Context: an optimization exercise on an open-source flow, tuned for small area, a short achievable clock period and few clock cycles per item. The choices shown serve that exercise and are no tape-out recipe.
Function was checked by simulation only, so behaviour that the tests miss may differ from the original.
Power figures rest on the tool's default switching activity, not on a simulated workload.

## trtcm_meter_bank
module trtcm_meter_bank (
    input  wire        clk,
    input  wire        rst,
    input  wire        in_valid,
    output wire        in_ready,
    input  wire        in_cfg,
    input  wire [3:0]  in_idx,
    input  wire [13:0] in_len,
    input  wire [39:0] in_ts,
    input  wire [27:0] in_cir,
    input  wire [27:0] in_pir,
    input  wire [23:0] in_cbs,
    input  wire [23:0] in_pbs,
    output reg         out_valid,
    output reg  [1:0]  out_colour
);
    localparam int NM = 8;
    localparam logic [1:0] GREEN       = 2'b00;
    localparam logic [1:0] YELLOW      = 2'b01;
    localparam logic [1:0] RED         = 2'b10;
    localparam logic [1:0] NOT_METERED = 2'b11;
    logic ready_q;
    assign in_ready = ready_q;
    logic       s1_v;
    logic [1:0] s1_k;           
    wire        hold = s1_v & (s1_k != 2'd0);
    logic         s0_v;
    logic         s0_cfg;
    logic [3:0]   s0_idx;
    logic [103:0] s0_w;
    always_ff @(posedge clk) begin
        if (rst) s0_v <= 1'b0;
  ...
clock: 28.0 ns
lec_check: 0
cap_margin: 20
core_margin: 2
core_utilization: 30
gpl_routability_driven: 1
place_density: 0.45
slew_margin: 20
run.sh (not shown) runs the stock make flow with config.mk's settings and CLKGATE_MAP_FILE= SYNTH_SCRIPT=/design/flow/synth_recipe.tcl, a recipe that flattens the netlist after the stock synthesis.
Testbench counts at the start, summed over its fixed seeds: cycles 24,168, items 24,000.
Rerun with:
==> flow/flow/run.sh (new file) <==
#!/bin/bash
# The standard layout (standard.sh), with the ports buffered by
# sky130_fd_sc_hd__buf_4 instead of the smallest buffer cell ORFS picks
# (clkdlybuf4s50_1, a delay cell that is slow on the output paths).
set -euo pipefail
export BUFFER_PORTS_ARGS="-buffer_cell sky130_fd_sc_hd__buf_4"
bash standard.sh > standard.log 2>&1
==> flow/standard.sh (new file) <==
#!/bin/bash
# synth_recipe.tcl (not shown) runs the flow's synth.tcl, then flattens the netlist and writes it again
# the make line also repeats each setting of config.mk as NAME=value (left out here)
make -C /OpenROAD-flow-scripts/flow DESIGN_CONFIG=/design/flow/config.mk WORK_HOME=/design/flow/orfs CLKGATE_MAP_FILE= SYNTH_SCRIPT=/design/flow/synth_recipe.tcl "${@:-finish}"
removed: flow/run.sh
Effect:
- sequential share of layout area rises by 0.14 points
- critical path depth rises by 23
- worst setup slack improves by 0.061 ns
- die area is unchanged
- via count barely changes
- clock power falls by about 3%

========
## job 101
Another version of the RTL of trtcm_meter_bank (not shown whole).
Size in the first run: ~2,900 flip-flops, ~170 I/O pins, about 0.16 sq mm of cells after synthesis.
export LEC_CHECK = 0
export CAP_MARGIN = 20
export CORE_MARGIN = 2
export CORE_UTILIZATION = 30
export CTS_BUF_LIST = sky130_fd_sc_hd__clkbuf_8
export GPL_ROUTABILITY_DRIVEN = 1
export PLACE_DENSITY = 0.45
export SLEW_MARGIN = 20
create_clock -name core_clock -period 28.0 [get_ports {clk}]
standard.sh (not shown) runs the stock make flow with config.mk's settings and CLKGATE_MAP_FILE= SYNTH_SCRIPT=/design/flow/synth_recipe.tcl, a recipe that flattens the netlist after the stock synthesis.
==> flow/flow/run.sh <==
#!/bin/bash
# The standard layout (standard.sh), with the ports buffered by
# sky130_fd_sc_hd__buf_4 instead of the smallest buffer cell ORFS picks
# (clkdlybuf4s50_1, a delay cell that is slow on the output paths).
set -euo pipefail
export BUFFER_PORTS_ARGS="-buffer_cell sky130_fd_sc_hd__buf_4"
bash standard.sh > standard.log 2>&1
Testbench counts of job 101, summed over its fixed seeds: cycles 24,168, items 24,000.
Relative to job 101, the following input files were edited for job 102:
==> flow/flow/run.sh <==
#!/bin/bash
# The standard layout (standard.sh), with the ports buffered by
# sky130_fd_sc_hd__buf_2 instead of the smallest buffer cell ORFS picks
# (clkdlybuf4s50_1, a delay cell that is slow on the output paths).
set -euo pipefail
export BUFFER_PORTS_ARGS="-buffer_cell sky130_fd_sc_hd__buf_2"
bash standard.sh > standard.log 2>&1
-- flow/config.mk --
<<< job 101, line 10
export CORE_UTILIZATION = 30
export CTS_BUF_LIST = sky130_fd_sc_hd__clkbuf_8
export GPL_ROUTABILITY_DRIVEN = 1
>>> job 102, line 10
export CORE_UTILIZATION = 30
export GPL_ROUTABILITY_DRIVEN = 1
Notes after the runs:
- Going from job 101 to job 102, fraction of power consumed by the clock network grows by 1.8 points.
- Diff job 101 -> job 102 | number of clock buffers in the layout | decrease of 147
- Job 102 reports a lower setup slack than job 101 does.
- Worst hold margin delta (job 102 − job 101): unfavourable
- Job 102 ended with every stage complete and zero timing, DRC or antenna violations.

[what the ideal ports hide]
Ports are ideal in the flow. The routed layouts listed here were re-timed in OpenROAD. Step 1 (the two cells are an assumption about what drives the block):
set clk [get_ports {clk}]
set_driving_cell -lib_cell sky130_fd_sc_hd__clkbuf_16 $clk
set_driving_cell -lib_cell sky130_fd_sc_hd__buf_2 [delete_from_list [all_inputs] $clk]
Step 2 adds t to the input delays and takes it off the output delays; t is the mean of the earliest and latest rising clock arrival at the registers after step 1. Input paths then give back, and output paths get back, about the clock's delay inside the block. Slacks: ideal / step 1 / step 2; pairs: ideal / step 1.
run | shift t [ns] | slack for setup (ns) | slew at the worst register clock pin (ns) | cell pins on the clock port's net
the first run of note 1 | 1.067 | 20.032 / 19.909 / 20.653 | 0.08 / 0.08 | 1
the second run of note 1 | 1.078 | 20.093 / 20.093 / 20.093 | 0.07 / 0.07 | 1
job 101 | 1.285 | 20.168 / 20.168 / 20.168 | 0.08 / 0.08 | 1
job 102 | 1.061 | 19.342 / 19.342 / 19.342 | 0.07 / 0.07 | 1
After both steps every run listed still meets setup and hold.
